Source: an optimization exercise on an open RTL-to-GDS flow (aim: small area and a short achievable clock period). Production flows keep margins and buffers that such runs may drop. The RTL was checked by simulation tests, not by an equivalence proof against the original design.

File: design/flow/flow/run.sh
#!/bin/bash
set -euo pipefail
bash standard.sh SETUP_SLACK_MARGIN=9.5 "BUFFER_PORTS_ARGS=-buffer_cell sky130_fd_sc_hd__buf_1" finish > make_finish.log 2>&1
File: design/flow/config.mk
export PLATFORM = sky130hd
export DESIGN_NAME = int_divider
export DESIGN_NICKNAME = int_divider
export VERILOG_FILES = /design/flow/design.v
export SDC_FILE = /design/flow/constraint.sdc
export NUM_CORES = 4
export LEC_CHECK = 0
export CAP_MARGIN = 20
export CORE_MARGIN = 2
export CORE_UTILIZATION = 40
export SLEW_MARGIN = 20
export SYNTH_HIERARCHICAL = 1
File: design/flow/standard.sh
#!/bin/bash
# synth_recipe.tcl (not shown) runs the flow's synth.tcl, then flattens the netlist and writes it again
# the make line also repeats each setting of config.mk as NAME=value (left out here)
make -C /OpenROAD-flow-scripts/flow DESIGN_CONFIG=/design/flow/config.mk WORK_HOME=/design/flow/orfs CLKGATE_MAP_FILE= SYNTH_SCRIPT=/design/flow/synth_recipe.tcl "${@:-finish}"
File: design/flow/constraint.sdc
create_clock -name core_clock -period 18.0 [get_ports {clk}]
set_input_delay 3.6000 -clock core_clock [delete_from_list [all_inputs] [get_ports {clk}]]
set_output_delay 3.6000 -clock core_clock [all_outputs]
set_load 0.01 [all_outputs]
File: design/flow/design.v
module int_divider (
    input  wire        clk,
    input  wire        rst,
    input  wire        start,
    input  wire        op_signed,
    input  wire        op_rem,
    input  wire [63:0] a,
    input  wire [63:0] b,
    output reg         done,
    output wire [63:0] result,
    output wire        ovf,
    output wire        dz
);
    localparam [1:0] S_IDLE  = 2'd0;
    localparam [1:0] S_SETUP = 2'd1;
    localparam [1:0] S_ITER  = 2'd2;
    localparam [1:0] S_HOLD  = 2'd3;
    reg  [1:0]  state;
    reg  [63:0] rmd;       
    reg  [66:0] dvs;       
    reg         cin;       
    reg  [63:0] quo;       
    reg         sgn_r;
    reg         rem_r;
    reg         an_r;      
    reg         bn_r;      
    reg         ovf_r;
    reg         dz_r;
    reg  [4:0]  cnt;       
    reg         z0;        
    reg         first;     
    reg         cmp_r;     
    wire        setup = (state == S_SETUP);
    reg         ng_r;
    reg         ns_r;
    wire [63:0] ng_x = ng_r ? rmd : quo;
    wire        ng_s = ns_r;
    wire [63:0] ng_y = (ng_x ^ {64{ng_s}}) + {63'd0, ng_s};
    assign result = ng_y;
    assign ovf    = ovf_r;
    assign dz     = dz_r;
    wire        a_neg_in  = op_signed & a[63];
    wire        b_neg_in  = op_signed & b[63];
    wire [63:0] bx_in     = b ^ {64{~b_neg_in}};        
    wire [63:0] ax     = rmd ^ {64{an_r}};           
    wire [63:0] bx     = dvs[63:0];                  
    wire        a_pow2 = an_r & ~|(~rmd[63:1] & rmd[62:0]);
    wire        b_pow2 = bn_r & ~|(~bx[63:1] & bx[62:0]);
    reg  [6:0]  loa;
    reg  [6:0]  lob;
    integer     i;
    always @* begin
        loa = 7'd64;
        for (i = 0; i < 64; i = i + 1)
            if (ax[i]) loa = 7'd63 - i[6:0];
        lob = 7'd64;
        for (i = 0; i < 64; i = i + 1)
            if (!bx[i]) lob = 7'd63 - i[6:0];
    end
    wire        bx_one = &bx;
    wire        b_zero = bx_one & ~bn_r;
    wire [7:0]  sdiff  = {1'b0, lob} - {1'b0, loa} + {7'd0, a_pow2} - {7'd0, b_pow2};
    wire        no_q   = b_zero | sdiff[7];         
    wire [5:0]  shamt  = sdiff[5:0];
    reg  [4:0]  m;                                   
    reg         md0;                                 
    integer     j;
    always @* begin
        m   = 5'd0;
        md0 = 1'b0;
        for (j = 0; j < 64; j = j + 1)
            if (shamt == j[5:0]) begin
                m   = j / 3;
                md0 = (j % 3) == 0;
            end
    end
    wire [66:0] bx2    = {3'b111, bx, {2{cin}}} ;   
    wire [66:0] sh3    = m[0] ? {bx2[63:0],  {3{cin}}}  : bx2;
    wire [66:0] sh6    = m[1] ? {sh3[60:0],  {6{cin}}}  : sh3;
    wire [66:0] sh12   = m[2] ? {sh6[54:0],  {12{cin}}} : sh6;
    wire [66:0] sh24   = m[3] ? {sh12[42:0], {24{cin}}} : sh12;
    wire [66:0] dvs0   = m[4] ? {sh24[18:0], {48{cin}}} : sh24;
    wire        min_by_m1 = sgn_r & (rmd == 64'h8000_0000_0000_0000) & bx_one & bn_r;
    wire [63:0] s0, s1, s2;
    wire [3:0]  c0, c1, c2;
    wire [66:0] v0 = {1'b1, dvs[66:1]};
    wire [66:0] v1 = {1'b1, v0[66:1]};
    wire [66:0] v2 = {1'b1, v1[66:1]};
    div_add u_a0 (.x(rmd), .y(dvs[63:0]), .c(cin), .s(s0), .co(c0));
    wire [3:0]  q0v = c0 & {4{dvs[64] & dvs[65]}};
    wire        q0  = q0v[0];
    wire [63:0] r0  = ({{16{q0v[3]}}, {16{q0v[2]}}, {16{q0v[1]}}, {16{q0v[0]}}} & s0) |
                      ({{16{~q0v[3]}}, {16{~q0v[2]}}, {16{~q0v[1]}}, {16{~q0v[0]}}} & rmd);
    div_add u_a1 (.x(r0), .y(v0[63:0]), .c(cin), .s(s1), .co(c1));
    wire [3:0]  q1v = c1 & {4{v0[64]}};
    wire        q1  = q1v[0];
    wire [63:0] r1  = ({{16{q1v[3]}}, {16{q1v[2]}}, {16{q1v[1]}}, {16{q1v[0]}}} & s1) |
                      ({{16{~q1v[3]}}, {16{~q1v[2]}}, {16{~q1v[1]}}, {16{~q1v[0]}}} & r0);
    div_add u_a2 (.x(r1), .y(v1[63:0]), .c(cin), .s(s2), .co(c2));
    wire        q2  = c2[0];
    wire        iter  = (state == S_ITER);
    wire [63:0] rmd_e = iter ? r1 : (setup ? ng_y : a);
    wire [3:0]  take2 = {4{iter}} & c2;
    wire [63:0] rmd_d;
    genvar      gi;
    generate
        for (gi = 0; gi < 64; gi = gi + 1) begin : g_rmux
            div_mux2 u_m (.s(take2[gi / 16]), .a(s2[gi]), .b(rmd_e[gi]), .y(rmd_d[gi]));
        end
    endgenerate
    reg  [1:0]  st_n;                                
    reg         dn_n;                                
    always @* begin
        st_n = state;
        dn_n = 1'b0;
        case (state)
            S_IDLE:  if (start) st_n = S_SETUP;
            S_SETUP: st_n = no_q ? S_HOLD : S_ITER;
            S_ITER:  if (cnt == 5'd1) begin
                         if (z0 & ~cmp_r) begin
                             dn_n = 1'b1;
                             st_n = S_IDLE;
                         end else begin
                             st_n = S_HOLD;
                         end
                     end
            default: begin
                         dn_n = 1'b1;
                         st_n = S_IDLE;
                     end
        endcase
    end
    wire        lastq = iter & (cnt == 5'd1) & z0 & first;
    wire [1:0]  st_d;
    wire        dn_d;
    div_mux2 u_st0 (.s(lastq), .a(q2),  .b(st_n[0]), .y(st_d[0]));   
    div_mux2 u_st1 (.s(lastq), .a(q2),  .b(st_n[1]), .y(st_d[1]));   
    div_mux2 u_dn  (.s(lastq), .a(~q2), .b(dn_n),    .y(dn_d));
    always @(posedge clk) begin
        if (rst) begin
            state <= S_IDLE;
            done  <= 1'b0;
        end else begin
            state <= st_d;
            done  <= dn_d;
        end
    end
    always @(posedge clk) begin
        case (state)
            S_IDLE: begin
                if (start) begin
                    rmd    <= rmd_d;
                    dvs    <= {3'b111, bx_in};
                    cin    <= ~b_neg_in;
                    an_r   <= a_neg_in;
                    bn_r   <= b_neg_in;
                    sgn_r  <= op_signed;
                    rem_r  <= op_rem;
                    ng_r   <= 1'b1;
                    ns_r   <= a_neg_in;
                end
            end
            S_SETUP: begin
                rmd   <= rmd_d;
                dvs   <= dvs0;
                quo   <= 64'd0;
                dz_r  <= b_zero;
                ovf_r <= ~rem_r & min_by_m1;
                first <= 1'b1;
                ng_r  <= rem_r;
                ns_r  <= rem_r ? an_r : (an_r ^ bn_r);
                z0    <= md0;
                cnt   <= m + 5'd1;
            end
            S_ITER: begin
                rmd   <= rmd_d;
                dvs   <= v2;
                quo   <= {quo[60:0], q0, q1, q2};
                first <= 1'b0;
                if (first) cmp_r <= q2;
                cnt   <= cnt - 5'd1;
            end
            default: ;   
        endcase
    end
endmodule
module div_mux2 (input s, input a, input b, output y); assign y = s ? a : b; endmodule
module div_aoi (input a, input b, input c, output y); assign y = ~(a | (b & c)); endmodule
module div_oai (input a, input b, input c, output y); assign y = ~(a & (b | c)); endmodule
module div_nand (input a, input b, output y); assign y = ~(a & b); endmodule
module div_nor (input a, input b, output y); assign y = ~(a | b); endmodule
module div_inv (input a, output y); assign y = ~a; endmodule
module div_xnor (input a, input b, output y); assign y = ~(a ^ b); endmodule
module div_cmaj (input a, input b, input c, output y); assign y = ~((a & b) | (a & c) | (b & c)); endmodule
module div_add (input [63:0] x, input [63:0] y, input c, output [63:0] s, output [3:0] co);
  wire [63:0] gn0;
  wire [63:0] pn0;
  div_cmaj ug0 (.a(x[0]), .b(y[0]), .c(c), .y(gn0[0]));
  div_xnor up0 (.a(x[0]), .b(y[0]), .y(pn0[0]));
  div_nand ug1 (.a(x[1]), .b(y[1]), .y(gn0[1]));
  div_xnor up1 (.a(x[1]), .b(y[1]), .y(pn0[1]));
  div_nand ug2 (.a(x[2]), .b(y[2]), .y(gn0[2]));
  div_xnor up2 (.a(x[2]), .b(y[2]), .y(pn0[2]));
  div_nand ug3 (.a(x[3]), .b(y[3]), .y(gn0[3]));
  div_xnor up3 (.a(x[3]), .b(y[3]), .y(pn0[3]));
  div_nand ug4 (.a(x[4]), .b(y[4]), .y(gn0[4]));
  div_xnor up4 (.a(x[4]), .b(y[4]), .y(pn0[4]));
  div_nand ug5 (.a(x[5]), .b(y[5]), .y(gn0[5]));
  div_xnor up5 (.a(x[5]), .b(y[5]), .y(pn0[5]));
  div_nand ug6 (.a(x[6]), .b(y[6]), .y(gn0[6]));
  div_xnor up6 (.a(x[6]), .b(y[6]), .y(pn0[6]));
  div_nand ug7 (.a(x[7]), .b(y[7]), .y(gn0[7]));
  div_xnor up7 (.a(x[7]), .b(y[7]), .y(pn0[7]));
  div_nand ug8 (.a(x[8]), .b(y[8]), .y(gn0[8]));
  div_xnor up8 (.a(x[8]), .b(y[8]), .y(pn0[8]));
  div_nand ug9 (.a(x[9]), .b(y[9]), .y(gn0[9]));
  div_xnor up9 (.a(x[9]), .b(y[9]), .y(pn0[9]));
  div_nand ug10 (.a(x[10]), .b(y[10]), .y(gn0[10]));
  div_xnor up10 (.a(x[10]), .b(y[10]), .y(pn0[10]));
  div_nand ug11 (.a(x[11]), .b(y[11]), .y(gn0[11]));
  div_xnor up11 (.a(x[11]), .b(y[11]), .y(pn0[11]));
  div_nand ug12 (.a(x[12]), .b(y[12]), .y(gn0[12]));
  div_xnor up12 (.a(x[12]), .b(y[12]), .y(pn0[12]));
  div_nand ug13 (.a(x[13]), .b(y[13]), .y(gn0[13]));
  div_xnor up13 (.a(x[13]), .b(y[13]), .y(pn0[13]));
  div_nand ug14 (.a(x[14]), .b(y[14]), .y(gn0[14]));
  div_xnor up14 (.a(x[14]), .b(y[14]), .y(pn0[14]));
  div_nand ug15 (.a(x[15]), .b(y[15]), .y(gn0[15]));
  div_xnor up15 (.a(x[15]), .b(y[15]), .y(pn0[15]));
  div_nand ug16 (.a(x[16]), .b(y[16]), .y(gn0[16]));
  div_xnor up16 (.a(x[16]), .b(y[16]), .y(pn0[16]));
  div_nand ug17 (.a(x[17]), .b(y[17]), .y(gn0[17]));
  div_xnor up17 (.a(x[17]), .b(y[17]), .y(pn0[17]));
  div_nand ug18 (.a(x[18]), .b(y[18]), .y(gn0[18]));
  div_xnor up18 (.a(x[18]), .b(y[18]), .y(pn0[18]));
  div_nand ug19 (.a(x[19]), .b(y[19]), .y(gn0[19]));
  div_xnor up19 (.a(x[19]), .b(y[19]), .y(pn0[19]));
  div_nand ug20 (.a(x[20]), .b(y[20]), .y(gn0[20]));
  div_xnor up20 (.a(x[20]), .b(y[20]), .y(pn0[20]));
  div_nand ug21 (.a(x[21]), .b(y[21]), .y(gn0[21]));
  div_xnor up21 (.a(x[21]), .b(y[21]), .y(pn0[21]));
  div_nand ug22 (.a(x[22]), .b(y[22]), .y(gn0[22]));
  div_xnor up22 (.a(x[22]), .b(y[22]), .y(pn0[22]));
  div_nand ug23 (.a(x[23]), .b(y[23]), .y(gn0[23]));
  div_xnor up23 (.a(x[23]), .b(y[23]), .y(pn0[23]));
  div_nand ug24 (.a(x[24]), .b(y[24]), .y(gn0[24]));
  div_xnor up24 (.a(x[24]), .b(y[24]), .y(pn0[24]));
  div_nand ug25 (.a(x[25]), .b(y[25]), .y(gn0[25]));
  div_xnor up25 (.a(x[25]), .b(y[25]), .y(pn0[25]));
  div_nand ug26 (.a(x[26]), .b(y[26]), .y(gn0[26]));
  div_xnor up26 (.a(x[26]), .b(y[26]), .y(pn0[26]));
  div_nand ug27 (.a(x[27]), .b(y[27]), .y(gn0[27]));
  div_xnor up27 (.a(x[27]), .b(y[27]), .y(pn0[27]));
  div_nand ug28 (.a(x[28]), .b(y[28]), .y(gn0[28]));
  div_xnor up28 (.a(x[28]), .b(y[28]), .y(pn0[28]));
  div_nand ug29 (.a(x[29]), .b(y[29]), .y(gn0[29]));
  div_xnor up29 (.a(x[29]), .b(y[29]), .y(pn0[29]));
  div_nand ug30 (.a(x[30]), .b(y[30]), .y(gn0[30]));
  div_xnor up30 (.a(x[30]), .b(y[30]), .y(pn0[30]));
  div_nand ug31 (.a(x[31]), .b(y[31]), .y(gn0[31]));
  div_xnor up31 (.a(x[31]), .b(y[31]), .y(pn0[31]));
  div_nand ug32 (.a(x[32]), .b(y[32]), .y(gn0[32]));
  div_xnor up32 (.a(x[32]), .b(y[32]), .y(pn0[32]));
  div_nand ug33 (.a(x[33]), .b(y[33]), .y(gn0[33]));
  div_xnor up33 (.a(x[33]), .b(y[33]), .y(pn0[33]));
  div_nand ug34 (.a(x[34]), .b(y[34]), .y(gn0[34]));
  div_xnor up34 (.a(x[34]), .b(y[34]), .y(pn0[34]));
  div_nand ug35 (.a(x[35]), .b(y[35]), .y(gn0[35]));
  div_xnor up35 (.a(x[35]), .b(y[35]), .y(pn0[35]));
  div_nand ug36 (.a(x[36]), .b(y[36]), .y(gn0[36]));
  div_xnor up36 (.a(x[36]), .b(y[36]), .y(pn0[36]));
  div_nand ug37 (.a(x[37]), .b(y[37]), .y(gn0[37]));
  div_xnor up37 (.a(x[37]), .b(y[37]), .y(pn0[37]));
  div_nand ug38 (.a(x[38]), .b(y[38]), .y(gn0[38]));
  div_xnor up38 (.a(x[38]), .b(y[38]), .y(pn0[38]));
  div_nand ug39 (.a(x[39]), .b(y[39]), .y(gn0[39]));
  div_xnor up39 (.a(x[39]), .b(y[39]), .y(pn0[39]));
  div_nand ug40 (.a(x[40]), .b(y[40]), .y(gn0[40]));
  div_xnor up40 (.a(x[40]), .b(y[40]), .y(pn0[40]));
  div_nand ug41 (.a(x[41]), .b(y[41]), .y(gn0[41]));
  div_xnor up41 (.a(x[41]), .b(y[41]), .y(pn0[41]));
  div_nand ug42 (.a(x[42]), .b(y[42]), .y(gn0[42]));
  div_xnor up42 (.a(x[42]), .b(y[42]), .y(pn0[42]));
  div_nand ug43 (.a(x[43]), .b(y[43]), .y(gn0[43]));
  div_xnor up43 (.a(x[43]), .b(y[43]), .y(pn0[43]));
  div_nand ug44 (.a(x[44]), .b(y[44]), .y(gn0[44]));
  div_xnor up44 (.a(x[44]), .b(y[44]), .y(pn0[44]));
  div_nand ug45 (.a(x[45]), .b(y[45]), .y(gn0[45]));
  div_xnor up45 (.a(x[45]), .b(y[45]), .y(pn0[45]));
  div_nand ug46 (.a(x[46]), .b(y[46]), .y(gn0[46]));
  div_xnor up46 (.a(x[46]), .b(y[46]), .y(pn0[46]));
  div_nand ug47 (.a(x[47]), .b(y[47]), .y(gn0[47]));
  div_xnor up47 (.a(x[47]), .b(y[47]), .y(pn0[47]));
  div_nand ug48 (.a(x[48]), .b(y[48]), .y(gn0[48]));
  div_xnor up48 (.a(x[48]), .b(y[48]), .y(pn0[48]));
  div_nand ug49 (.a(x[49]), .b(y[49]), .y(gn0[49]));
  div_xnor up49 (.a(x[49]), .b(y[49]), .y(pn0[49]));
  div_nand ug50 (.a(x[50]), .b(y[50]), .y(gn0[50]));
  div_xnor up50 (.a(x[50]), .b(y[50]), .y(pn0[50]));
  div_nand ug51 (.a(x[51]), .b(y[51]), .y(gn0[51]));
  div_xnor up51 (.a(x[51]), .b(y[51]), .y(pn0[51]));
  div_nand ug52 (.a(x[52]), .b(y[52]), .y(gn0[52]));
  div_xnor up52 (.a(x[52]), .b(y[52]), .y(pn0[52]));
  div_nand ug53 (.a(x[53]), .b(y[53]), .y(gn0[53]));
  div_xnor up53 (.a(x[53]), .b(y[53]), .y(pn0[53]));
  div_nand ug54 (.a(x[54]), .b(y[54]), .y(gn0[54]));
  div_xnor up54 (.a(x[54]), .b(y[54]), .y(pn0[54]));
  div_nand ug55 (.a(x[55]), .b(y[55]), .y(gn0[55]));
  div_xnor up55 (.a(x[55]), .b(y[55]), .y(pn0[55]));
  div_nand ug56 (.a(x[56]), .b(y[56]), .y(gn0[56]));
  div_xnor up56 (.a(x[56]), .b(y[56]), .y(pn0[56]));
  div_nand ug57 (.a(x[57]), .b(y[57]), .y(gn0[57]));
  div_xnor up57 (.a(x[57]), .b(y[57]), .y(pn0[57]));
  div_nand ug58 (.a(x[58]), .b(y[58]), .y(gn0[58]));
  div_xnor up58 (.a(x[58]), .b(y[58]), .y(pn0[58]));
  div_nand ug59 (.a(x[59]), .b(y[59]), .y(gn0[59]));
  div_xnor up59 (.a(x[59]), .b(y[59]), .y(pn0[59]));
  div_nand ug60 (.a(x[60]), .b(y[60]), .y(gn0[60]));
  div_xnor up60 (.a(x[60]), .b(y[60]), .y(pn0[60]));
  div_nand ug61 (.a(x[61]), .b(y[61]), .y(gn0[61]));
  div_xnor up61 (.a(x[61]), .b(y[61]), .y(pn0[61]));
  div_nand ug62 (.a(x[62]), .b(y[62]), .y(gn0[62]));
  div_xnor up62 (.a(x[62]), .b(y[62]), .y(pn0[62]));
  div_nand ug63 (.a(x[63]), .b(y[63]), .y(gn0[63]));
  div_xnor up63 (.a(x[63]), .b(y[63]), .y(pn0[63]));
  wire G1; div_oai uG1 (.a(gn0[1]), .b(pn0[1]), .c(gn0[0]), .y(G1));
  wire G2; div_oai uG2 (.a(gn0[3]), .b(pn0[3]), .c(gn0[2]), .y(G2));
  wire P3; div_nor uP3 (.a(pn0[3]), .b(pn0[2]), .y(P3));
  wire G4; div_oai uG4 (.a(gn0[5]), .b(pn0[5]), .c(gn0[4]), .y(G4));
  wire P5; div_nor uP5 (.a(pn0[5]), .b(pn0[4]), .y(P5));
  wire G6; div_oai uG6 (.a(gn0[7]), .b(pn0[7]), .c(gn0[6]), .y(G6));
  wire P7; div_nor uP7 (.a(pn0[7]), .b(pn0[6]), .y(P7));
  wire G8; div_oai uG8 (.a(gn0[9]), .b(pn0[9]), .c(gn0[8]), .y(G8));
  wire P9; div_nor uP9 (.a(pn0[9]), .b(pn0[8]), .y(P9));
  wire G10; div_oai uG10 (.a(gn0[11]), .b(pn0[11]), .c(gn0[10]), .y(G10));
  wire P11; div_nor uP11 (.a(pn0[11]), .b(pn0[10]), .y(P11));
  wire G12; div_oai uG12 (.a(gn0[13]), .b(pn0[13]), .c(gn0[12]), .y(G12));
  wire P13; div_nor uP13 (.a(pn0[13]), .b(pn0[12]), .y(P13));
  wire G14; div_oai uG14 (.a(gn0[15]), .b(pn0[15]), .c(gn0[14]), .y(G14));
  wire P15; div_nor uP15 (.a(pn0[15]), .b(pn0[14]), .y(P15));
  wire G16; div_oai uG16 (.a(gn0[17]), .b(pn0[17]), .c(gn0[16]), .y(G16));
  wire P17; div_nor uP17 (.a(pn0[17]), .b(pn0[16]), .y(P17));
  wire G18; div_oai uG18 (.a(gn0[19]), .b(pn0[19]), .c(gn0[18]), .y(G18));
  wire P19; div_nor uP19 (.a(pn0[19]), .b(pn0[18]), .y(P19));
  wire G20; div_oai uG20 (.a(gn0[21]), .b(pn0[21]), .c(gn0[20]), .y(G20));
  wire P21; div_nor uP21 (.a(pn0[21]), .b(pn0[20]), .y(P21));
  wire G22; div_oai uG22 (.a(gn0[23]), .b(pn0[23]), .c(gn0[22]), .y(G22));
  wire P23; div_nor uP23 (.a(pn0[23]), .b(pn0[22]), .y(P23));
  wire G24; div_oai uG24 (.a(gn0[25]), .b(pn0[25]), .c(gn0[24]), .y(G24));
  wire P25; div_nor uP25 (.a(pn0[25]), .b(pn0[24]), .y(P25));
  wire G26; div_oai uG26 (.a(gn0[27]), .b(pn0[27]), .c(gn0[26]), .y(G26));
  wire P27; div_nor uP27 (.a(pn0[27]), .b(pn0[26]), .y(P27));
  wire G28; div_oai uG28 (.a(gn0[29]), .b(pn0[29]), .c(gn0[28]), .y(G28));
  wire P29; div_nor uP29 (.a(pn0[29]), .b(pn0[28]), .y(P29));
  wire G30; div_oai uG30 (.a(gn0[31]), .b(pn0[31]), .c(gn0[30]), .y(G30));
  wire P31; div_nor uP31 (.a(pn0[31]), .b(pn0[30]), .y(P31));
  wire G32; div_oai uG32 (.a(gn0[33]), .b(pn0[33]), .c(gn0[32]), .y(G32));
  wire P33; div_nor uP33 (.a(pn0[33]), .b(pn0[32]), .y(P33));
  wire G34; div_oai uG34 (.a(gn0[35]), .b(pn0[35]), .c(gn0[34]), .y(G34));
  wire P35; div_nor uP35 (.a(pn0[35]), .b(pn0[34]), .y(P35));
  wire G36; div_oai uG36 (.a(gn0[37]), .b(pn0[37]), .c(gn0[36]), .y(G36));
  wire P37; div_nor uP37 (.a(pn0[37]), .b(pn0[36]), .y(P37));
  wire G38; div_oai uG38 (.a(gn0[39]), .b(pn0[39]), .c(gn0[38]), .y(G38));
  wire P39; div_nor uP39 (.a(pn0[39]), .b(pn0[38]), .y(P39));
  wire G40; div_oai uG40 (.a(gn0[41]), .b(pn0[41]), .c(gn0[40]), .y(G40));
  wire P41; div_nor uP41 (.a(pn0[41]), .b(pn0[40]), .y(P41));
  wire G42; div_oai uG42 (.a(gn0[43]), .b(pn0[43]), .c(gn0[42]), .y(G42));
  wire P43; div_nor uP43 (.a(pn0[43]), .b(pn0[42]), .y(P43));
  wire G44; div_oai uG44 (.a(gn0[45]), .b(pn0[45]), .c(gn0[44]), .y(G44));
  wire P45; div_nor uP45 (.a(pn0[45]), .b(pn0[44]), .y(P45));
  wire G46; div_oai uG46 (.a(gn0[47]), .b(pn0[47]), .c(gn0[46]), .y(G46));
  wire P47; div_nor uP47 (.a(pn0[47]), .b(pn0[46]), .y(P47));
  wire G48; div_oai uG48 (.a(gn0[49]), .b(pn0[49]), .c(gn0[48]), .y(G48));
  wire P49; div_nor uP49 (.a(pn0[49]), .b(pn0[48]), .y(P49));
  wire G50; div_oai uG50 (.a(gn0[51]), .b(pn0[51]), .c(gn0[50]), .y(G50));
  wire P51; div_nor uP51 (.a(pn0[51]), .b(pn0[50]), .y(P51));
  wire G52; div_oai uG52 (.a(gn0[53]), .b(pn0[53]), .c(gn0[52]), .y(G52));
  wire P53; div_nor uP53 (.a(pn0[53]), .b(pn0[52]), .y(P53));
  wire G54; div_oai uG54 (.a(gn0[55]), .b(pn0[55]), .c(gn0[54]), .y(G54));
  wire P55; div_nor uP55 (.a(pn0[55]), .b(pn0[54]), .y(P55));
  wire G56; div_oai uG56 (.a(gn0[57]), .b(pn0[57]), .c(gn0[56]), .y(G56));
  wire P57; div_nor uP57 (.a(pn0[57]), .b(pn0[56]), .y(P57));
  wire G58; div_oai uG58 (.a(gn0[59]), .b(pn0[59]), .c(gn0[58]), .y(G58));
  wire P59; div_nor uP59 (.a(pn0[59]), .b(pn0[58]), .y(P59));
  wire G60; div_oai uG60 (.a(gn0[61]), .b(pn0[61]), .c(gn0[60]), .y(G60));
  wire P61; div_nor uP61 (.a(pn0[61]), .b(pn0[60]), .y(P61));
  wire G62; div_oai uG62 (.a(gn0[63]), .b(pn0[63]), .c(gn0[62]), .y(G62));
  wire P63; div_nor uP63 (.a(pn0[63]), .b(pn0[62]), .y(P63));
  wire G64; div_aoi uG64 (.a(G2), .b(P3), .c(G1), .y(G64));
  wire G65; div_aoi uG65 (.a(G4), .b(P5), .c(G2), .y(G65));
  wire P66; div_nand uP66 (.a(P5), .b(P3), .y(P66));
  wire G67; div_aoi uG67 (.a(G6), .b(P7), .c(G4), .y(G67));
  wire P68; div_nand uP68 (.a(P7), .b(P5), .y(P68));
  wire G69; div_aoi uG69 (.a(G8), .b(P9), .c(G6), .y(G69));
  wire P70; div_nand uP70 (.a(P9), .b(P7), .y(P70));
  wire G71; div_aoi uG71 (.a(G10), .b(P11), .c(G8), .y(G71));
  wire P72; div_nand uP72 (.a(P11), .b(P9), .y(P72));
  wire G73; div_aoi uG73 (.a(G12), .b(P13), .c(G10), .y(G73));
  wire P74; div_nand uP74 (.a(P13), .b(P11), .y(P74));
  wire G75; div_aoi uG75 (.a(G14), .b(P15), .c(G12), .y(G75));
  wire P76; div_nand uP76 (.a(P15), .b(P13), .y(P76));
  wire G77; div_aoi uG77 (.a(G16), .b(P17), .c(G14), .y(G77));
  wire P78; div_nand uP78 (.a(P17), .b(P15), .y(P78));
  wire G79; div_aoi uG79 (.a(G18), .b(P19), .c(G16), .y(G79));
  wire P80; div_nand uP80 (.a(P19), .b(P17), .y(P80));
  wire G81; div_aoi uG81 (.a(G20), .b(P21), .c(G18), .y(G81));
  wire P82; div_nand uP82 (.a(P21), .b(P19), .y(P82));
  wire G83; div_aoi uG83 (.a(G22), .b(P23), .c(G20), .y(G83));
  wire P84; div_nand uP84 (.a(P23), .b(P21), .y(P84));
  wire G85; div_aoi uG85 (.a(G24), .b(P25), .c(G22), .y(G85));
  wire P86; div_nand uP86 (.a(P25), .b(P23), .y(P86));
  wire G87; div_aoi uG87 (.a(G26), .b(P27), .c(G24), .y(G87));
  wire P88; div_nand uP88 (.a(P27), .b(P25), .y(P88));
  wire G89; div_aoi uG89 (.a(G28), .b(P29), .c(G26), .y(G89));
  wire P90; div_nand uP90 (.a(P29), .b(P27), .y(P90));
  wire G91; div_aoi uG91 (.a(G30), .b(P31), .c(G28), .y(G91));
  wire P92; div_nand uP92 (.a(P31), .b(P29), .y(P92));
  wire G93; div_aoi uG93 (.a(G32), .b(P33), .c(G30), .y(G93));
  wire P94; div_nand uP94 (.a(P33), .b(P31), .y(P94));
  wire G95; div_aoi uG95 (.a(G34), .b(P35), .c(G32), .y(G95));
  wire P96; div_nand uP96 (.a(P35), .b(P33), .y(P96));
  wire G97; div_aoi uG97 (.a(G36), .b(P37), .c(G34), .y(G97));
  wire P98; div_nand uP98 (.a(P37), .b(P35), .y(P98));
  wire G99; div_aoi uG99 (.a(G38), .b(P39), .c(G36), .y(G99));
  wire P100; div_nand uP100 (.a(P39), .b(P37), .y(P100));
  wire G101; div_aoi uG101 (.a(G40), .b(P41), .c(G38), .y(G101));
  wire P102; div_nand uP102 (.a(P41), .b(P39), .y(P102));
  wire G103; div_aoi uG103 (.a(G42), .b(P43), .c(G40), .y(G103));
  wire P104; div_nand uP104 (.a(P43), .b(P41), .y(P104));
  wire G105; div_aoi uG105 (.a(G44), .b(P45), .c(G42), .y(G105));
  wire P106; div_nand uP106 (.a(P45), .b(P43), .y(P106));
  wire G107; div_aoi uG107 (.a(G46), .b(P47), .c(G44), .y(G107));
  wire P108; div_nand uP108 (.a(P47), .b(P45), .y(P108));
  wire G109; div_aoi uG109 (.a(G48), .b(P49), .c(G46), .y(G109));
  wire P110; div_nand uP110 (.a(P49), .b(P47), .y(P110));
  wire G111; div_aoi uG111 (.a(G50), .b(P51), .c(G48), .y(G111));
  wire P112; div_nand uP112 (.a(P51), .b(P49), .y(P112));
  wire G113; div_aoi uG113 (.a(G52), .b(P53), .c(G50), .y(G113));
  wire P114; div_nand uP114 (.a(P53), .b(P51), .y(P114));
  wire G115; div_aoi uG115 (.a(G54), .b(P55), .c(G52), .y(G115));
  wire P116; div_nand uP116 (.a(P55), .b(P53), .y(P116));
  wire G117; div_aoi uG117 (.a(G56), .b(P57), .c(G54), .y(G117));
  wire P118; div_nand uP118 (.a(P57), .b(P55), .y(P118));
  wire G119; div_aoi uG119 (.a(G58), .b(P59), .c(G56), .y(G119));
  wire P120; div_nand uP120 (.a(P59), .b(P57), .y(P120));
  wire G121; div_aoi uG121 (.a(G60), .b(P61), .c(G58), .y(G121));
  wire P122; div_nand uP122 (.a(P61), .b(P59), .y(P122));
  wire G123; div_aoi uG123 (.a(G62), .b(P63), .c(G60), .y(G123));
  wire P124; div_nand uP124 (.a(P63), .b(P61), .y(P124));
  wire I125; div_inv uI125 (.a(G1), .y(I125));
  wire G126; div_oai uG126 (.a(G65), .b(P66), .c(I125), .y(G126));
  wire G127; div_oai uG127 (.a(G67), .b(P68), .c(G64), .y(G127));
  wire G128; div_oai uG128 (.a(G69), .b(P70), .c(G65), .y(G128));
  wire P129; div_nor uP129 (.a(P70), .b(P66), .y(P129));
  wire G130; div_oai uG130 (.a(G71), .b(P72), .c(G67), .y(G130));
  wire P131; div_nor uP131 (.a(P72), .b(P68), .y(P131));
  wire G132; div_oai uG132 (.a(G73), .b(P74), .c(G69), .y(G132));
  wire P133; div_nor uP133 (.a(P74), .b(P70), .y(P133));
  wire G134; div_oai uG134 (.a(G75), .b(P76), .c(G71), .y(G134));
  wire P135; div_nor uP135 (.a(P76), .b(P72), .y(P135));
  wire G136; div_oai uG136 (.a(G77), .b(P78), .c(G73), .y(G136));
  wire P137; div_nor uP137 (.a(P78), .b(P74), .y(P137));
  wire G138; div_oai uG138 (.a(G79), .b(P80), .c(G75), .y(G138));
  wire P139; div_nor uP139 (.a(P80), .b(P76), .y(P139));
  wire G140; div_oai uG140 (.a(G81), .b(P82), .c(G77), .y(G140));
  wire P141; div_nor uP141 (.a(P82), .b(P78), .y(P141));
  wire G142; div_oai uG142 (.a(G83), .b(P84), .c(G79), .y(G142));
  wire P143; div_nor uP143 (.a(P84), .b(P80), .y(P143));
  wire G144; div_oai uG144 (.a(G85), .b(P86), .c(G81), .y(G144));
  wire P145; div_nor uP145 (.a(P86), .b(P82), .y(P145));
  wire G146; div_oai uG146 (.a(G87), .b(P88), .c(G83), .y(G146));
  wire P147; div_nor uP147 (.a(P88), .b(P84), .y(P147));
  wire G148; div_oai uG148 (.a(G89), .b(P90), .c(G85), .y(G148));
  wire P149; div_nor uP149 (.a(P90), .b(P86), .y(P149));
  wire G150; div_oai uG150 (.a(G91), .b(P92), .c(G87), .y(G150));
  wire P151; div_nor uP151 (.a(P92), .b(P88), .y(P151));
  wire G152; div_oai uG152 (.a(G93), .b(P94), .c(G89), .y(G152));
  wire P153; div_nor uP153 (.a(P94), .b(P90), .y(P153));
  wire G154; div_oai uG154 (.a(G95), .b(P96), .c(G91), .y(G154));
  wire P155; div_nor uP155 (.a(P96), .b(P92), .y(P155));
  wire G156; div_oai uG156 (.a(G97), .b(P98), .c(G93), .y(G156));
  wire P157; div_nor uP157 (.a(P98), .b(P94), .y(P157));
  wire G158; div_oai uG158 (.a(G99), .b(P100), .c(G95), .y(G158));
  wire P159; div_nor uP159 (.a(P100), .b(P96), .y(P159));
  wire G160; div_oai uG160 (.a(G101), .b(P102), .c(G97), .y(G160));
  wire P161; div_nor uP161 (.a(P102), .b(P98), .y(P161));
  wire G162; div_oai uG162 (.a(G103), .b(P104), .c(G99), .y(G162));
  wire P163; div_nor uP163 (.a(P104), .b(P100), .y(P163));
  wire G164; div_oai uG164 (.a(G105), .b(P106), .c(G101), .y(G164));
  wire P165; div_nor uP165 (.a(P106), .b(P102), .y(P165));
  wire G166; div_oai uG166 (.a(G107), .b(P108), .c(G103), .y(G166));
  wire P167; div_nor uP167 (.a(P108), .b(P104), .y(P167));
  wire G168; div_oai uG168 (.a(G109), .b(P110), .c(G105), .y(G168));
  wire P169; div_nor uP169 (.a(P110), .b(P106), .y(P169));
  wire G170; div_oai uG170 (.a(G111), .b(P112), .c(G107), .y(G170));
  wire P171; div_nor uP171 (.a(P112), .b(P108), .y(P171));
  wire G172; div_oai uG172 (.a(G113), .b(P114), .c(G109), .y(G172));
  wire P173; div_nor uP173 (.a(P114), .b(P110), .y(P173));
  wire G174; div_oai uG174 (.a(G115), .b(P116), .c(G111), .y(G174));
  wire P175; div_nor uP175 (.a(P116), .b(P112), .y(P175));
  wire G176; div_oai uG176 (.a(G117), .b(P118), .c(G113), .y(G176));
  wire P177; div_nor uP177 (.a(P118), .b(P114), .y(P177));
  wire G178; div_oai uG178 (.a(G119), .b(P120), .c(G115), .y(G178));
  wire P179; div_nor uP179 (.a(P120), .b(P116), .y(P179));
  wire G180; div_oai uG180 (.a(G121), .b(P122), .c(G117), .y(G180));
  wire P181; div_nor uP181 (.a(P122), .b(P118), .y(P181));
  wire G182; div_oai uG182 (.a(G123), .b(P124), .c(G119), .y(G182));
  wire P183; div_nor uP183 (.a(P124), .b(P120), .y(P183));
  wire G184; div_aoi uG184 (.a(G128), .b(P129), .c(G1), .y(G184));
  wire I185; div_inv uI185 (.a(G64), .y(I185));
  wire G186; div_aoi uG186 (.a(G130), .b(P131), .c(I185), .y(G186));
  wire G187; div_aoi uG187 (.a(G132), .b(P133), .c(G126), .y(G187));
  wire G188; div_aoi uG188 (.a(G134), .b(P135), .c(G127), .y(G188));
  wire G189; div_aoi uG189 (.a(G136), .b(P137), .c(G128), .y(G189));
  wire P190; div_nand uP190 (.a(P137), .b(P129), .y(P190));
  wire G191; div_aoi uG191 (.a(G138), .b(P139), .c(G130), .y(G191));
  wire P192; div_nand uP192 (.a(P139), .b(P131), .y(P192));
  wire G193; div_aoi uG193 (.a(G140), .b(P141), .c(G132), .y(G193));
  wire P194; div_nand uP194 (.a(P141), .b(P133), .y(P194));
  wire G195; div_aoi uG195 (.a(G142), .b(P143), .c(G134), .y(G195));
  wire P196; div_nand uP196 (.a(P143), .b(P135), .y(P196));
  wire G197; div_aoi uG197 (.a(G144), .b(P145), .c(G136), .y(G197));
  wire P198; div_nand uP198 (.a(P145), .b(P137), .y(P198));
  wire G199; div_aoi uG199 (.a(G146), .b(P147), .c(G138), .y(G199));
  wire P200; div_nand uP200 (.a(P147), .b(P139), .y(P200));
  wire G201; div_aoi uG201 (.a(G148), .b(P149), .c(G140), .y(G201));
  wire P202; div_nand uP202 (.a(P149), .b(P141), .y(P202));
  wire G203; div_aoi uG203 (.a(G150), .b(P151), .c(G142), .y(G203));
  wire P204; div_nand uP204 (.a(P151), .b(P143), .y(P204));
  wire G205; div_aoi uG205 (.a(G152), .b(P153), .c(G144), .y(G205));
  wire P206; div_nand uP206 (.a(P153), .b(P145), .y(P206));
  wire G207; div_aoi uG207 (.a(G154), .b(P155), .c(G146), .y(G207));
  wire P208; div_nand uP208 (.a(P155), .b(P147), .y(P208));
  wire G209; div_aoi uG209 (.a(G156), .b(P157), .c(G148), .y(G209));
  wire P210; div_nand uP210 (.a(P157), .b(P149), .y(P210));
  wire G211; div_aoi uG211 (.a(G158), .b(P159), .c(G150), .y(G211));
  wire P212; div_nand uP212 (.a(P159), .b(P151), .y(P212));
  wire G213; div_aoi uG213 (.a(G160), .b(P161), .c(G152), .y(G213));
  wire P214; div_nand uP214 (.a(P161), .b(P153), .y(P214));
  wire G215; div_aoi uG215 (.a(G162), .b(P163), .c(G154), .y(G215));
  wire P216; div_nand uP216 (.a(P163), .b(P155), .y(P216));
  wire G217; div_aoi uG217 (.a(G164), .b(P165), .c(G156), .y(G217));
  wire P218; div_nand uP218 (.a(P165), .b(P157), .y(P218));
  wire G219; div_aoi uG219 (.a(G166), .b(P167), .c(G158), .y(G219));
  wire P220; div_nand uP220 (.a(P167), .b(P159), .y(P220));
  wire G221; div_aoi uG221 (.a(G168), .b(P169), .c(G160), .y(G221));
  wire P222; div_nand uP222 (.a(P169), .b(P161), .y(P222));
  wire G223; div_aoi uG223 (.a(G170), .b(P171), .c(G162), .y(G223));
  wire P224; div_nand uP224 (.a(P171), .b(P163), .y(P224));
  wire G225; div_aoi uG225 (.a(G172), .b(P173), .c(G164), .y(G225));
  wire P226; div_nand uP226 (.a(P173), .b(P165), .y(P226));
  wire G227; div_aoi uG227 (.a(G174), .b(P175), .c(G166), .y(G227));
  wire P228; div_nand uP228 (.a(P175), .b(P167), .y(P228));
  wire G229; div_aoi uG229 (.a(G176), .b(P177), .c(G168), .y(G229));
  wire P230; div_nand uP230 (.a(P177), .b(P169), .y(P230));
  wire G231; div_aoi uG231 (.a(G178), .b(P179), .c(G170), .y(G231));
  wire P232; div_nand uP232 (.a(P179), .b(P171), .y(P232));
  wire G233; div_aoi uG233 (.a(G180), .b(P181), .c(G172), .y(G233));
  wire P234; div_nand uP234 (.a(P181), .b(P173), .y(P234));
  wire G235; div_aoi uG235 (.a(G182), .b(P183), .c(G174), .y(G235));
  wire P236; div_nand uP236 (.a(P183), .b(P175), .y(P236));
  wire I237; div_inv uI237 (.a(G1), .y(I237));
  wire G238; div_oai uG238 (.a(G189), .b(P190), .c(I237), .y(G238));
  wire G239; div_oai uG239 (.a(G191), .b(P192), .c(G64), .y(G239));
  wire I240; div_inv uI240 (.a(G126), .y(I240));
  wire G241; div_oai uG241 (.a(G193), .b(P194), .c(I240), .y(G241));
  wire I242; div_inv uI242 (.a(G127), .y(I242));
  wire G243; div_oai uG243 (.a(G195), .b(P196), .c(I242), .y(G243));
  wire G244; div_oai uG244 (.a(G197), .b(P198), .c(G184), .y(G244));
  wire G245; div_oai uG245 (.a(G199), .b(P200), .c(G186), .y(G245));
  wire G246; div_oai uG246 (.a(G201), .b(P202), .c(G187), .y(G246));
  wire G247; div_oai uG247 (.a(G203), .b(P204), .c(G188), .y(G247));
  wire G248; div_oai uG248 (.a(G205), .b(P206), .c(G189), .y(G248));
  wire P249; div_nor uP249 (.a(P206), .b(P190), .y(P249));
  wire G250; div_oai uG250 (.a(G207), .b(P208), .c(G191), .y(G250));
  wire P251; div_nor uP251 (.a(P208), .b(P192), .y(P251));
  wire G252; div_oai uG252 (.a(G209), .b(P210), .c(G193), .y(G252));
  wire P253; div_nor uP253 (.a(P210), .b(P194), .y(P253));
  wire G254; div_oai uG254 (.a(G211), .b(P212), .c(G195), .y(G254));
  wire P255; div_nor uP255 (.a(P212), .b(P196), .y(P255));
  wire G256; div_oai uG256 (.a(G213), .b(P214), .c(G197), .y(G256));
  wire P257; div_nor uP257 (.a(P214), .b(P198), .y(P257));
  wire G258; div_oai uG258 (.a(G215), .b(P216), .c(G199), .y(G258));
  wire P259; div_nor uP259 (.a(P216), .b(P200), .y(P259));
  wire G260; div_oai uG260 (.a(G217), .b(P218), .c(G201), .y(G260));
  wire P261; div_nor uP261 (.a(P218), .b(P202), .y(P261));
  wire G262; div_oai uG262 (.a(G219), .b(P220), .c(G203), .y(G262));
  wire P263; div_nor uP263 (.a(P220), .b(P204), .y(P263));
  wire G264; div_oai uG264 (.a(G221), .b(P222), .c(G205), .y(G264));
  wire P265; div_nor uP265 (.a(P222), .b(P206), .y(P265));
  wire G266; div_oai uG266 (.a(G223), .b(P224), .c(G207), .y(G266));
  wire P267; div_nor uP267 (.a(P224), .b(P208), .y(P267));
  wire G268; div_oai uG268 (.a(G225), .b(P226), .c(G209), .y(G268));
  wire P269; div_nor uP269 (.a(P226), .b(P210), .y(P269));
  wire G270; div_oai uG270 (.a(G227), .b(P228), .c(G211), .y(G270));
  wire P271; div_nor uP271 (.a(P228), .b(P212), .y(P271));
  wire G272; div_oai uG272 (.a(G229), .b(P230), .c(G213), .y(G272));
  wire P273; div_nor uP273 (.a(P230), .b(P214), .y(P273));
  wire G274; div_oai uG274 (.a(G231), .b(P232), .c(G215), .y(G274));
  wire P275; div_nor uP275 (.a(P232), .b(P216), .y(P275));
  wire G276; div_oai uG276 (.a(G233), .b(P234), .c(G217), .y(G276));
  wire P277; div_nor uP277 (.a(P234), .b(P218), .y(P277));
  wire G278; div_oai uG278 (.a(G235), .b(P236), .c(G219), .y(G278));
  wire P279; div_nor uP279 (.a(P236), .b(P220), .y(P279));
  wire G280; div_aoi uG280 (.a(G248), .b(P249), .c(G1), .y(G280));
  wire I281; div_inv uI281 (.a(G64), .y(I281));
  wire G282; div_aoi uG282 (.a(G250), .b(P251), .c(I281), .y(G282));
  wire G283; div_aoi uG283 (.a(G252), .b(P253), .c(G126), .y(G283));
  wire G284; div_aoi uG284 (.a(G254), .b(P255), .c(G127), .y(G284));
  wire I285; div_inv uI285 (.a(G184), .y(I285));
  wire G286; div_aoi uG286 (.a(G256), .b(P257), .c(I285), .y(G286));
  wire I287; div_inv uI287 (.a(G186), .y(I287));
  wire G288; div_aoi uG288 (.a(G258), .b(P259), .c(I287), .y(G288));
  wire I289; div_inv uI289 (.a(G187), .y(I289));
  wire G290; div_aoi uG290 (.a(G260), .b(P261), .c(I289), .y(G290));
  wire I291; div_inv uI291 (.a(G188), .y(I291));
  wire G292; div_aoi uG292 (.a(G262), .b(P263), .c(I291), .y(G292));
  wire G293; div_aoi uG293 (.a(G264), .b(P265), .c(G238), .y(G293));
  wire G294; div_aoi uG294 (.a(G266), .b(P267), .c(G239), .y(G294));
  wire G295; div_aoi uG295 (.a(G268), .b(P269), .c(G241), .y(G295));
  wire G296; div_aoi uG296 (.a(G270), .b(P271), .c(G243), .y(G296));
  wire G297; div_aoi uG297 (.a(G272), .b(P273), .c(G244), .y(G297));
  wire G298; div_aoi uG298 (.a(G274), .b(P275), .c(G245), .y(G298));
  wire G299; div_aoi uG299 (.a(G276), .b(P277), .c(G246), .y(G299));
  wire G300; div_aoi uG300 (.a(G278), .b(P279), .c(G247), .y(G300));
  wire I301; div_inv uI301 (.a(G1), .y(I301));
  wire G302; div_oai uG302 (.a(gn0[2]), .b(pn0[2]), .c(I301), .y(G302));
  wire G303; div_oai uG303 (.a(gn0[4]), .b(pn0[4]), .c(G64), .y(G303));
  wire I304; div_inv uI304 (.a(G126), .y(I304));
  wire G305; div_oai uG305 (.a(gn0[6]), .b(pn0[6]), .c(I304), .y(G305));
  wire I306; div_inv uI306 (.a(G127), .y(I306));
  wire G307; div_oai uG307 (.a(gn0[8]), .b(pn0[8]), .c(I306), .y(G307));
  wire G308; div_oai uG308 (.a(gn0[10]), .b(pn0[10]), .c(G184), .y(G308));
  wire G309; div_oai uG309 (.a(gn0[12]), .b(pn0[12]), .c(G186), .y(G309));
  wire G310; div_oai uG310 (.a(gn0[14]), .b(pn0[14]), .c(G187), .y(G310));
  wire G311; div_oai uG311 (.a(gn0[16]), .b(pn0[16]), .c(G188), .y(G311));
  wire I312; div_inv uI312 (.a(G238), .y(I312));
  wire G313; div_oai uG313 (.a(gn0[18]), .b(pn0[18]), .c(I312), .y(G313));
  wire I314; div_inv uI314 (.a(G239), .y(I314));
  wire G315; div_oai uG315 (.a(gn0[20]), .b(pn0[20]), .c(I314), .y(G315));
  wire I316; div_inv uI316 (.a(G241), .y(I316));
  wire G317; div_oai uG317 (.a(gn0[22]), .b(pn0[22]), .c(I316), .y(G317));
  wire I318; div_inv uI318 (.a(G243), .y(I318));
  wire G319; div_oai uG319 (.a(gn0[24]), .b(pn0[24]), .c(I318), .y(G319));
  wire I320; div_inv uI320 (.a(G244), .y(I320));
  wire G321; div_oai uG321 (.a(gn0[26]), .b(pn0[26]), .c(I320), .y(G321));
  wire I322; div_inv uI322 (.a(G245), .y(I322));
  wire G323; div_oai uG323 (.a(gn0[28]), .b(pn0[28]), .c(I322), .y(G323));
  wire I324; div_inv uI324 (.a(G246), .y(I324));
  wire G325; div_oai uG325 (.a(gn0[30]), .b(pn0[30]), .c(I324), .y(G325));
  wire I326; div_inv uI326 (.a(G247), .y(I326));
  wire G327; div_oai uG327 (.a(gn0[32]), .b(pn0[32]), .c(I326), .y(G327));
  wire G328; div_oai uG328 (.a(gn0[34]), .b(pn0[34]), .c(G280), .y(G328));
  wire G329; div_oai uG329 (.a(gn0[36]), .b(pn0[36]), .c(G282), .y(G329));
  wire G330; div_oai uG330 (.a(gn0[38]), .b(pn0[38]), .c(G283), .y(G330));
  wire G331; div_oai uG331 (.a(gn0[40]), .b(pn0[40]), .c(G284), .y(G331));
  wire G332; div_oai uG332 (.a(gn0[42]), .b(pn0[42]), .c(G286), .y(G332));
  wire G333; div_oai uG333 (.a(gn0[44]), .b(pn0[44]), .c(G288), .y(G333));
  wire G334; div_oai uG334 (.a(gn0[46]), .b(pn0[46]), .c(G290), .y(G334));
  wire G335; div_oai uG335 (.a(gn0[48]), .b(pn0[48]), .c(G292), .y(G335));
  wire G336; div_oai uG336 (.a(gn0[50]), .b(pn0[50]), .c(G293), .y(G336));
  wire G337; div_oai uG337 (.a(gn0[52]), .b(pn0[52]), .c(G294), .y(G337));
  wire G338; div_oai uG338 (.a(gn0[54]), .b(pn0[54]), .c(G295), .y(G338));
  wire G339; div_oai uG339 (.a(gn0[56]), .b(pn0[56]), .c(G296), .y(G339));
  wire G340; div_oai uG340 (.a(gn0[58]), .b(pn0[58]), .c(G297), .y(G340));
  wire G341; div_oai uG341 (.a(gn0[60]), .b(pn0[60]), .c(G298), .y(G341));
  wire G342; div_oai uG342 (.a(gn0[62]), .b(pn0[62]), .c(G299), .y(G342));
  assign s = ~pn0 ^ {G342, ~G299, G341, ~G298, G340, ~G297, G339, ~G296, G338, ~G295, G337, ~G294, G336, ~G293, G335, ~G292, G334, ~G290, G333, ~G288, G332, ~G286, G331, ~G284, G330, ~G283, G329, ~G282, G328, ~G280, G327, G247, G325, G246, G323, G245, G321, G244, G319, G243, G317, G241, G315, G239, G313, G238, G311, ~G188, G310, ~G187, G309, ~G186, G308, ~G184, G307, G127, G305, G126, G303, ~G64, G302, G1, ~gn0[0], c};
  assign co[0] = ~G300;
  wire D343; div_aoi uD343 (.a(G278), .b(P279), .c(G247), .y(D343));
  assign co[1] = ~D343;
  wire D344; div_aoi uD344 (.a(G278), .b(P279), .c(G247), .y(D344));
  assign co[2] = ~D344;
  wire D345; div_aoi uD345 (.a(G278), .b(P279), .c(G247), .y(D345));
  assign co[3] = ~D345;
endmodule
==> impl_metrics.env, run 1 <==
export IMPL_drcViolationCount=0
export IMPL_syn2layout_area_growth_pct=12.4
export IMPL_portBuffers=199
export IMPL_cts_hold_buf=0
export IMPL_syn_area_per_cell_um2=7.58
export IMPL_place_gp_congestion=1.07
export IMPL_status="timing/DRC/antenna clean"
export IMPL_hold_viol=0
export IMPL_cts_buffers_inserted=30
export IMPL_synth_cell_types=99
export IMPL_cp_slowest_stage_delay_ns=0.59
export IMPL_syn_area_mm2=0.0327
export IMPL_rows=104
export IMPL_root_buffer="clkbuf_16"
export IMPL_synth_top_area_share_pct=19.5
export IMPL_clk_latency_ns=0.63
export IMPL_design_area_mm2=0.0368
export IMPL_grt_pass1_wl_um=236000
export IMPL_hpwl_um=129000
export IMPL_coreArea_mm2=0.0808
export IMPL_via_per_inst=6.44
export IMPL_fp_dieW_um=290
export IMPL_grt_pass1_vias=33300
export IMPL_yosys_area_top_type="edfxtp_1"
export IMPL_grt_use_met2_pct=59.5
export IMPL_startpoint_type="register"
export IMPL_required_ns=18.35
export IMPL_ys_seq_area_share_pct=19.6
export IMPL_dr_pass1_iters=9
export IMPL_via_count=36000
export IMPL_setup_viol=0
export IMPL_holdCritPathClass="reg2reg"
export IMPL_tightest_slew_ns=1.17
export IMPL_busiest_layer="met2"
export IMPL_drtIter0Drc=4439
export IMPL_globalRouteOverflowTotal=0
export IMPL_clk_pin_slew_ns=0.07
export IMPL_async_flop_share_pct=0
export IMPL_rsz0062_at_grt="yes"
export IMPL_track_usage_pct=38.2
export IMPL_die_h_um=290
export IMPL_grtUsageMet1_pct=47.0
export IMPL_maxSlewHeadroom_pct=21.5
export IMPL_worstPathArrival_ns=8.79
export IMPL_critPathCaptureType="register"
export IMPL_ys_warn_count=7
export IMPL_nets=4671
export IMPL_drive_gt1_share_pct=17.0
export IMPL_dieArea_mm2=0.0841
export IMPL_drv_slew=0
export IMPL_path_max_fanout=46
export IMPL_final_antenna_net_count=0
export IMPL_finalSetupTns_ns=0
export IMPL_finalClockSkew_ns=0.0404
export IMPL_ios=200
export IMPL_ys_seq_elements=215
export IMPL_min_period_ns=8.44
export IMPL_yosysMostFrequentCell="nand2_1"
export IMPL_grt_max_degree=87
export IMPL_wl_per_cell_um=30.2
export IMPL_syn_num_nets=4477
export IMPL_final_fill_count=8290
export IMPL_synthTopCellsByCount="nand2_1, xnor2_1, nor2_1"
export IMPL_synth_edff_count=212
export IMPL_crit_path_top_delay_cell="edfxtp_1"
export IMPL_tritoncts="done"
export IMPL_wirelength_um=169000
export IMPL_drv_cap=0
export IMPL_cpMostUsedCell="o211ai_1"
export IMPL_cts_sinks=215
export IMPL_synthTopCellsByArea="edfxtp_1, xnor2_1, nand2_1"
export IMPL_cts_max_level=1
export IMPL_placed_area_mm2=0.0348
export IMPL_post_route_period_util_pct=46.9
export IMPL_critical_path_class="reg2reg"
export IMPL_grtUsageMet3_pct=8.60
export IMPL_fmax_mhz=118
export IMPL_syn_inst=4316
export IMPL_clockBufferDepth=3
export IMPL_synth_ff_type="edfxtp_1"
export IMPL_start_util_pct=40.5
export IMPL_antenna_found_initial=5
[Yosys stat by module, one instance, submodules excluded]
module / flops+latches / cell area [µm²]
int_divider: 215 / 22100
div_add: 0 / 576
div_mux2: 0 / 15.0
div_cmaj: 0 / 12.5
div_aoi: 0 / 8.76
div_xnor: 0 / 8.76
div_oai: 0 / 5.00
div_inv: 0 / 3.75
div_nand: 0 / 3.75
div_nor: 0 / 3.75
[final timing paths]
kind | cells past startpoint | slack [ns] | to | from
worst min register to register | 1 | 0.55 | ng_r$_SDFFCE_PN1P_ | rem_r$_DFFE_PP_
worst max register to register | 25 | 9.56 | dvs[38]$_DFFE_PP_ | rmd[0]$_DFFE_PP_
worst min-delay path | 1 | 0.55 | ng_r$_SDFFCE_PN1P_ | rem_r$_DFFE_PP_
worst max-delay path | 25 | 9.56 | dvs[38]$_DFFE_PP_ | rmd[0]$_DFFE_PP_
[cells in the final DEF, fill, tap and decap left out, types with 25 or more instances in the layout]
cell,n
a21oi_1,116
a21oi_2,233
a22oi_1,37
a31oi_1,46
and2_1,73
buf_1,199
buf_4,166
clkbuf_16,31
edfxtp_1,212
inv_1,146
mux2_2,150
mux2_4,67
mux2i_1,174
nand2_1,605
nand3_1,96
nand4_1,38
nor2_1,406
nor2b_1,26
nor3_1,63
o21ai_0,157
o21ai_1,366
o221ai_1,29
o22ai_1,31
or3_1,25
xnor2_1,485
xor2_1,82
[critical path, delay by kind of cell, from the launching register on]
family	cells	cell delay (ns)
flip-flops	1	0.59
multiplexers	2	0.74
adder cells (fa/ha/maj)	4	1.62
AO/OA/AOI/OAI	12	3.09
AND/OR/NAND/NOR	6	1.68
buffers and inverters	1	0.42
[repair_timing]
item | CTS | global route
hold endpoints to repair | 0 | 0
setup endpoints to repair | 160 | 121
setup buffers | 47 | 11
cloned | 1 | 0
resized for setup | 41 | 52
pin swaps | 4 | 4
[per-stage QoR]
| step | instances | hold WS, ns | utilization, % | setup slack [ns] |
|---|---|---|---|---|
| 6_report | 5595 | 0.550 | 45.5 | 9.56 |
| 5_1_grt | 5594 | 0.573 | 45.5 | 9.49 |
| 4_1_cts | 5582 | 0.550 | 45.1 | 9.51 |
| 3_5_place_dp | 5478 | 0.531 | 43.1 | 6.97 |
| 3_3_place_gp | 5478 | 0.525 | 43.1 | 7.27 |
| 2_1_floorplan | 4316 | 0.495 | - | 9.52 |
[routing by layer]
layer / share of wire [%] / wire (µm)
met1: 38 / 63600
met2: 43 / 72600
met3: 11 / 18200
met4: 8.5 / 14300
met5: 0.031 / 52
[state kept, by name (all words and copies together) (netlist names), 2 cells and up]
name	count
cnt	5
dvs	67
quo	64
rmd	64
state	2
[area by class of cell]
cell class	instances	area (µm²)	area share, %
Antenna cell	1	2.50	0.00680
Clock buffer	35	811	2.20
Clock inverter	21	228	0.619
Inverter	149	564	1.53
Multi-Input combinational cell	3739	25300	68.7
Sequential cell	215	6430	17.5
Tap cell	1060	1330	3.61
Timing Repair Buffer	375	2160	5.87
[cell families after synthesis]
logic type / after synthesis / synth area share (%)
DFF: 215 / 19.6
AOI/OAI and AO/OA: 1278 / 25.6
muxes: 397 / 13.7
buffers and inverters: 363 / 4.50
adders and majority gates: 28 / 1.14
xor gates and xnor gates: 573 / 15.5
and+or+nand+nor: 1462 / 19.9
==> inputs of run 2 (changes only) <==
--- a/design/flow/design.v
+++ b/design/flow/design.v
@@ -145,12 +145,14 @@
             done  <= dn_d;
         end
     end
+    always @(posedge clk)
+        dvs <= (state == S_SETUP) ? dvs0 :
+               (state == S_ITER)  ? v2   : {3'b111, bx_in};
     always @(posedge clk) begin
         case (state)
             S_IDLE: begin
                 if (start) begin
                     rmd    <= rmd_d;
-                    dvs    <= {3'b111, bx_in};
                     cin    <= ~b_neg_in;
                     an_r   <= a_neg_in;
                     bn_r   <= b_neg_in;
@@ -162,7 +164,6 @@
             end
             S_SETUP: begin
                 rmd   <= rmd_d;
-                dvs   <= dvs0;
                 quo   <= 64'd0;
                 dz_r  <= b_zero;
                 ovf_r <= ~rem_r & min_by_m1;
@@ -174,7 +175,6 @@
             end
             S_ITER: begin
                 rmd   <= rmd_d;
-                dvs   <= v2;
                 quo   <= {quo[60:0], q0, q1, q2};
                 first <= 1'b0;
                 if (first) cmp_r <= q2;
==> design/flow/flow/run.sh (replaced) <==
#!/bin/bash
set -euo pipefail
bash standard.sh SETUP_SLACK_MARGIN=10 "BUFFER_PORTS_ARGS=-buffer_cell sky130_fd_sc_hd__buf_1" finish > make_finish.log 2>&1
==> impl_metrics.env, run 2 <==
export IMPL_ys_warn_count=7
export IMPL_rsz0062_at_grt="yes"
export IMPL_fp_dieW_um=291
export IMPL_synth_ff_type="edfxtp_1"
export IMPL_syn2layout_area_growth_pct=16.7
export IMPL_ios=200
export IMPL_syn_area_mm2=0.0329
export IMPL_final_fill_count=8323
export IMPL_yosysMostFrequentCell="nand2_1"
export IMPL_drtIter0Drc=5384
export IMPL_portBuffers=199
export IMPL_reg2reg_slack_ns=10.02
export IMPL_setup_viol=0
export IMPL_hpwl_um=133000
export IMPL_critPathCaptureType="register"
export IMPL_async_flop_share_pct=0
export IMPL_top_register="dvs"
export IMPL_cts_buffers_inserted=30
export IMPL_largest_register_ffs=67
export IMPL_fmax_mhz=125
export IMPL_layout_commonest_cell="nand2_1"
export IMPL_rows=105
export IMPL_syn_num_nets=4603
export IMPL_most_common_layout_cells="nand2_1, xnor2_1, nor2_1, o21ai_1, buf_4"
export IMPL_fin_cells=5777
export IMPL_tritoncts="done"
export IMPL_via_per_inst=6.59
export IMPL_ys_seq_elements=215
export IMPL_clk_latency_ns=0.66
export IMPL_antenna_found_initial=8
export IMPL_worstReg2RegEnd="dvs[62]$_DFF_P_"
export IMPL_hold_viol=0
export IMPL_syn_area_per_cell_um2=7.40
export IMPL_synth_cell_types=100
export IMPL_crit_path_top_delay_cell="fa_2"
export IMPL_cp_slowest_stage_delay_ns=0.56
export IMPL_synth_edff_count=145
export IMPL_wirelength_um=180000
export IMPL_syn_inst=4442
export IMPL_dr_pass1_iters=7
export IMPL_r2r_start="rmd[1]$_DFFE_PP_"
export IMPL_path_max_fanout=43
export IMPL_wl_per_cell_um=31.2
export IMPL_worst_hold_path_endpoint="quo[41]$_SDFFCE_PN0P_"
export IMPL_start_util_pct=40.3
export IMPL_post_route_period_util_pct=44.3
export IMPL_globalRouteOverflowTotal=0
export IMPL_cts_hold_buf=0
export IMPL_clk_pin_slew_ns=0.07
export IMPL_cts_sinks=215
export IMPL_tightest_slew_ns=1.20
export IMPL_dpl_cell_count=5575
export IMPL_min_from="quo[38]$_SDFFCE_PN0P_"
export IMPL_reg2reg_depth=25
export IMPL_grt_pass1_wl_um=250000
export IMPL_synthTopCellsByCount="nand2_1, xnor2_1, nor2_1"
export IMPL_synth_top_area_share_pct=13.2
export IMPL_synthTopCellsByArea="edfxtp_1, xnor2_1, nand2_1"
export IMPL_nets=4844
export IMPL_cts_max_level=1
export IMPL_min_period_ns=7.98
export IMPL_finalSetupTns_ns=0
export IMPL_grt_max_degree=90
export IMPL_coreArea_mm2=0.0817
export IMPL_placed_area_mm2=0.0349
export IMPL_finalClockSkew_ns=0.0564
export IMPL_critical_path_class="reg2reg"
export IMPL_via_count=38000
export IMPL_status="timing/DRC/antenna clean"
export IMPL_final_antenna_net_count=0
export IMPL_yosys_area_top_type="edfxtp_1"
export IMPL_reg_top3="dvs x67, quo x64, rmd x64"
export IMPL_whs_ns=0.555
export IMPL_track_usage_pct=40.2
export IMPL_drv_slew=0
export IMPL_maxSlewHeadroom_pct=19.9
export IMPL_path_delay_family="compound AO/OA/AOI/OAI gates"
export IMPL_holdCritPathClass="reg2reg"
export IMPL_worstPathArrival_ns=8.51
export IMPL_ys_seq_area_share_pct=17.5
export IMPL_design_area_mm2=0.0384
export IMPL_die_h_um=291
export IMPL_place_gp_congestion=1.06
export IMPL_required_ns=18.53
export IMPL_dieArea_mm2=0.0845
export IMPL_hold_depth=1
export IMPL_startpoint_type="register"
export IMPL_root_buffer="clkbuf_16"
export IMPL_drcViolationCount=0
export IMPL_grt_pass1_vias=35400
export IMPL_path_buf_inv=3
export IMPL_drv_cap=0
export IMPL_drive_gt1_share_pct=21.0
export IMPL_clockBufferDepth=3
## run 2: changes by cell type in the layout (fill, tap and decap cells not counted), moves of 30 or more
cell | previous run | this run
buf_4 | 166 | 239
xnor2_1 | 485 | 437
nor2_1 | 406 | 344
o21ai_1 | 366 | 331
nor2_2 | 8 | 41
mux2i_1 | 174 | 111
a21oi_1 | 116 | 148
dfxtp_1 | 3 | 58
nand4_1 | 38 | 82
a22oi_1 | 37 | 7
edfxtp_1 | 212 | 145
## run 2: kinds of logic (layout without fill, tap and decap cells)
kind of cell	Yosys count	in the layout	share of synthesized area (%)
buf+inv	407	671	4.96
flops	215	215	17.5
compound gates	1434	1434	29.1
fa+ha+maj	28	28	1.13
simple gates	1461	1461	20.3
mux	338	338	11.9
other cells	0	1	0
xor+xnor	559	559	15.1
## run 2: how the worst max path moves through the flow
stage          depth (start not counted)  slack, ns                end        startpoint
5_1_grt                               26       9.95    dvs[46]$_DFF_P_  rmd[1]$_DFFE_PP_
3_5_place_dp                          36       7.21  rmd[13]$_DFFE_PP_     cin$_DFFE_PP_
3_3_place_gp                          36       7.49  rmd[15]$_DFFE_PP_     cin$_DFFE_PP_
2_1_floorplan                         33      10.05   rmd[0]$_DFFE_PP_     cin$_DFFE_PP_
4_1_cts                               36       10.0  rmd[13]$_DFFE_PP_  rmd[0]$_DFFE_PP_
6_report                              25      10.02    dvs[62]$_DFF_P_  rmd[1]$_DFFE_PP_
## run 2: per-module statistics from Yosys (local to each module, per instance), a selection
| module | flip-flops and latches | cell area [µm²] | times used |
|---|---|---|---|
| div_inv | 0 | 3.75 | 63 |
| div_nor | 0 | 3.75 | 225 |
| int_divider | 215 | 22200 | 1 |
| div_cmaj | 0 | 12.5 | 3 |
| div_xnor | 0 | 8.76 | 192 |
| div_nand | 0 | 3.75 | 351 |
| div_mux2 | 0 | 15.0 | 67 |
| div_add | 0 | 576 | 3 |
## run 2: repair_timing
item | 4_1_cts | 5_1_grt
gates resized for setup | 128 | 140
buffers inserted | 100 | 39
endpoints found under the setup margin | 186 | 148
gates cloned | 1 | 6
pin swaps | 7 | 22
endpoints found under the hold margin | 0 | 0
## run 2: layout make-up
cell class	count	area, µm²	share of cell area (%)
clock buffers	33	762	1.98
diodes	1	2.50	0.00652
clock inverters	22	277	0.720
repair buffers	463	2940	7.66
inverters	153	593	1.54
well taps	1070	1340	3.49
multi-input cells	3820	26700	69.5
flip-flops and latches	215	5790	15.1
## run 2: per-stage QoR
step	worst slack [ns]	util (%)
2_1_floorplan	10.05	-
4_1_cts	10.0	45.7
6_report	10.02	47.0
5_1_grt	9.95	47.0
3_3_place_gp	7.49	42.8
3_5_place_dp	7.21	42.8
## run 2: layer usage
layer,GRT usage (%),vias to the layer above,part of all wire [%]
met3,10.9,788,12
li1,-,16700,-
met2,62.1,2585,42
met5,0,-,0.024
met4,28.2,6,9.3
met1,48.5,18000,37
## run 2: worst register-to-register path, delay by kind of cell (launching register included)
kind | cells | cell delay, ns
AOI/OAI and AO/OA | 14 | 3.89
adders and majority gates | 4 | 1.79
buffers and inverters | 3 | 0.82
DFF | 1 | 0.45
and+or+nand+nor | 4 | 0.91

==> static timing again, ports no longer ideal <==
How much do the figures lean on ideal ports? The routed layouts below were timed once more, with nothing changed but the port constraints.
Step 1 (the two cells are an assumption about what drives the block):
set clk [get_ports {clk}]
set_driving_cell -lib_cell sky130_fd_sc_hd__clkbuf_16 $clk
set_driving_cell -lib_cell sky130_fd_sc_hd__buf_2 [delete_from_list [all_inputs] $clk]
Step 2 adds t to the input delays and takes it off the output delays; t is the mean of the earliest and latest rising clock arrival at the registers after step 1. Input paths then give back, and output paths get back, about the clock's delay inside the block.
Three values: ideal, step 1, step 2; two values: the first two.
run | shift t [ns] | setup WS [ns] | worst setup path after step 2 | worst data-port slew with drivers (ns)
run 1 | 0.678 | 9.559 / 9.559 / 9.559 | register to register | 0.07
run 2 | 0.700 | 10.023 / 9.968 / 10.023 | register to register | 0.05
After both steps setup and hold are still met in every run listed.
